Context: an optimization exercise on an open-source flow, tuned for small area, a short achievable clock period and few clock cycles per item. The choices shown serve that exercise and are no tape-out recipe.
Function was checked by simulation only, so behaviour that the tests miss may differ from the original.

## fft64
module fft64 (
    input  wire        clk,
    input  wire        rst,
    input  wire        in_valid,
    output wire        in_ready,
    input  wire [15:0] in_re,
    input  wire [15:0] in_im,
    input  wire [17:0] in_coef,
    output wire        out_valid,
    input  wire        out_ready,
    output wire [23:0] out_re,
    output wire [23:0] out_im,
    output wire [3:0]  out_exp,
    output wire        out_sat,
    output wire        out_last
);
    localparam [2:0] P_IO = 3'd7;      
    reg rs;
    always @(posedge clk) rs <= rst;
    reg  [3:0] lbl;         
    reg  [2:0] pass;        
    reg  [2:0] ppass;       
    reg        have_old;    
    reg  [6:0] out_idx;     
    reg  [6:0] in_idx;      
    reg  [6:0] ins_idx;     
    reg        bv;          
    reg [15:0] b_re, b_im;
    reg [17:0] b_c;
    reg        in_rdy;      
    reg        in_rdy_p;    
    reg  [2:0] cnt;         
    reg        ov;          
    reg        ov_p;        
    reg [53:0] q0;          
    reg [53:0] qh;          
    reg [53:0] qb0, qb1, qb2;   
    reg  [1:0] qwp, qrp, qbn;   
    reg        cap_d1, cap_d2;  
    reg  [1:0] kreg;        
    reg  [1:0] facc;        
    reg  [3:0] ex;          
    reg  [3:0] ex_out;      
    reg        sacc;        
    reg        sfr;         
    reg        sat_out;     
    reg        en_c, en_t3, en_t2, en_t1, en_t0;    
    reg        kadd;        
    reg  [2:0] kpass;       
    reg [14*48-1:0] ch0, ch1, ch2, ch3;
    wire [47:0] hd0 = ch0[13*48 +: 48];
    wire [47:0] hd1 = ch1[13*48 +: 48];
    wire [47:0] hd2 = ch2[13*48 +: 48];
    wire [47:0] hd3 = ch3[13*48 +: 48];
    wire       io       = (pass == P_IO);
    wire       stage    = st_q;
    wire [1:0] cap_ch   = {out_idx[4], out_idx[5]};
    wire [1:0] ins_ch   = {ins_idx[4], ins_idx[5]};
    reg        cap, ins, last_ins;
    reg        st_q;                    
    reg        mrg0, mrg1;              
    reg        ug0, ug1;                
    reg  [4:0] twi;                     
    reg        st5;                     
    wire       in_fire  = in_valid & in_rdy;
    wire       pop      = ov & out_ready;
    wire       rot_end  = (lbl == 4'd15);
    reg  [2:0] pass_n;
    always @* begin
        pass_n = pass;
        if (rot_end) begin
  ...
For scale: about 21000 cells after synthesis, about 4000 flip-flops, roughly 110 I/O pins.
export LEC_CHECK = 0
export ABC_CLOCK_PERIOD_IN_PS = 6000
export CAP_MARGIN = 20
export CORE_MARGIN = 2
export CORE_UTILIZATION = 60
export PLACE_DENSITY = 0.7
export SLEW_MARGIN = 20
create_clock -name core_clock -period 24.0 [get_ports {clk}]
standard.sh (not shown) runs the stock make flow with config.mk's settings and CLKGATE_MAP_FILE= SYNTH_SCRIPT=/design/flow/synth_recipe.tcl, a recipe that flattens the netlist after the stock synthesis.
==> flow/flow/run.sh <==
#!/bin/bash
# The standard layout (standard.sh: standard synthesis, then ORFS to
# finish) with two changes: repair_timing aims at a setup slack margin of
# 18.0 ns, i.e. at paths of about 6.0 ns, well inside the 24 ns clock, and
# clock tree synthesis inserts no dummy loads. The constraints and the clock
# period are unchanged.
set -euo pipefail
cd "$(dirname "${BASH_SOURCE[0]}")/.."
bash standard.sh SETUP_SLACK_MARGIN=18.0 \
    "CTS_ARGS=-sink_clustering_enable -repair_clock_nets -dont_use_dummy_load" \
    finish > flow_finish.log 2>&1
Testbench counts at the start, summed over its fixed seeds: cycles 9,768, frames 64.
Rerun with:
==> flow/flow/run.sh (replaced) <==
#!/bin/bash
# The standard layout (standard.sh: standard synthesis, then ORFS to
# finish) with two changes: repair_timing aims at a setup slack margin of
# 17.8 ns, i.e. at paths of about 6.2 ns, well inside the 24 ns clock, and
# clock tree synthesis inserts no dummy loads and clusters up to 25 sinks per leaf buffer. The constraints and the clock
# period are unchanged.
set -euo pipefail
cd "$(dirname "${BASH_SOURCE[0]}")/.."
bash standard.sh SETUP_SLACK_MARGIN=17.8 \
    "CTS_ARGS=-sink_clustering_enable -repair_clock_nets -dont_use_dummy_load -sink_clustering_size 25" \
    finish > flow_finish.log 2>&1
Area after synthesis is unchanged.
Die area does not change.
Design area stays flat.

separate check: timing with driven ports:
The results above use ideal ports. As a check the final layouts listed here were re-extracted and re-timed, cells and wires unchanged.
Step 1 (the two cells are an assumption about what drives the block):
set clk [get_ports {clk}]
set_driving_cell -lib_cell sky130_fd_sc_hd__clkbuf_16 $clk
set_driving_cell -lib_cell sky130_fd_sc_hd__buf_2 [delete_from_list [all_inputs] $clk]
Step 2 also shifts input and output timing later by t, the mid clock arrival at the registers, as if the neighbouring blocks saw the same clock.
Slacks: ideal / step 1 / step 2; pairs: ideal / step 1.
run	t, ns	setup slack, ns	cell pins on the clock port's net
the first run	1.029	17.669 / 17.550 / 17.326	1
the second run	1.024	17.623 / 17.510 / 17.065	1
After both steps every run listed still meets setup and hold. For the second run, which loses most, drivers alone change the setup slack by -0.113 ns; drivers and shift together by -0.558 ns.
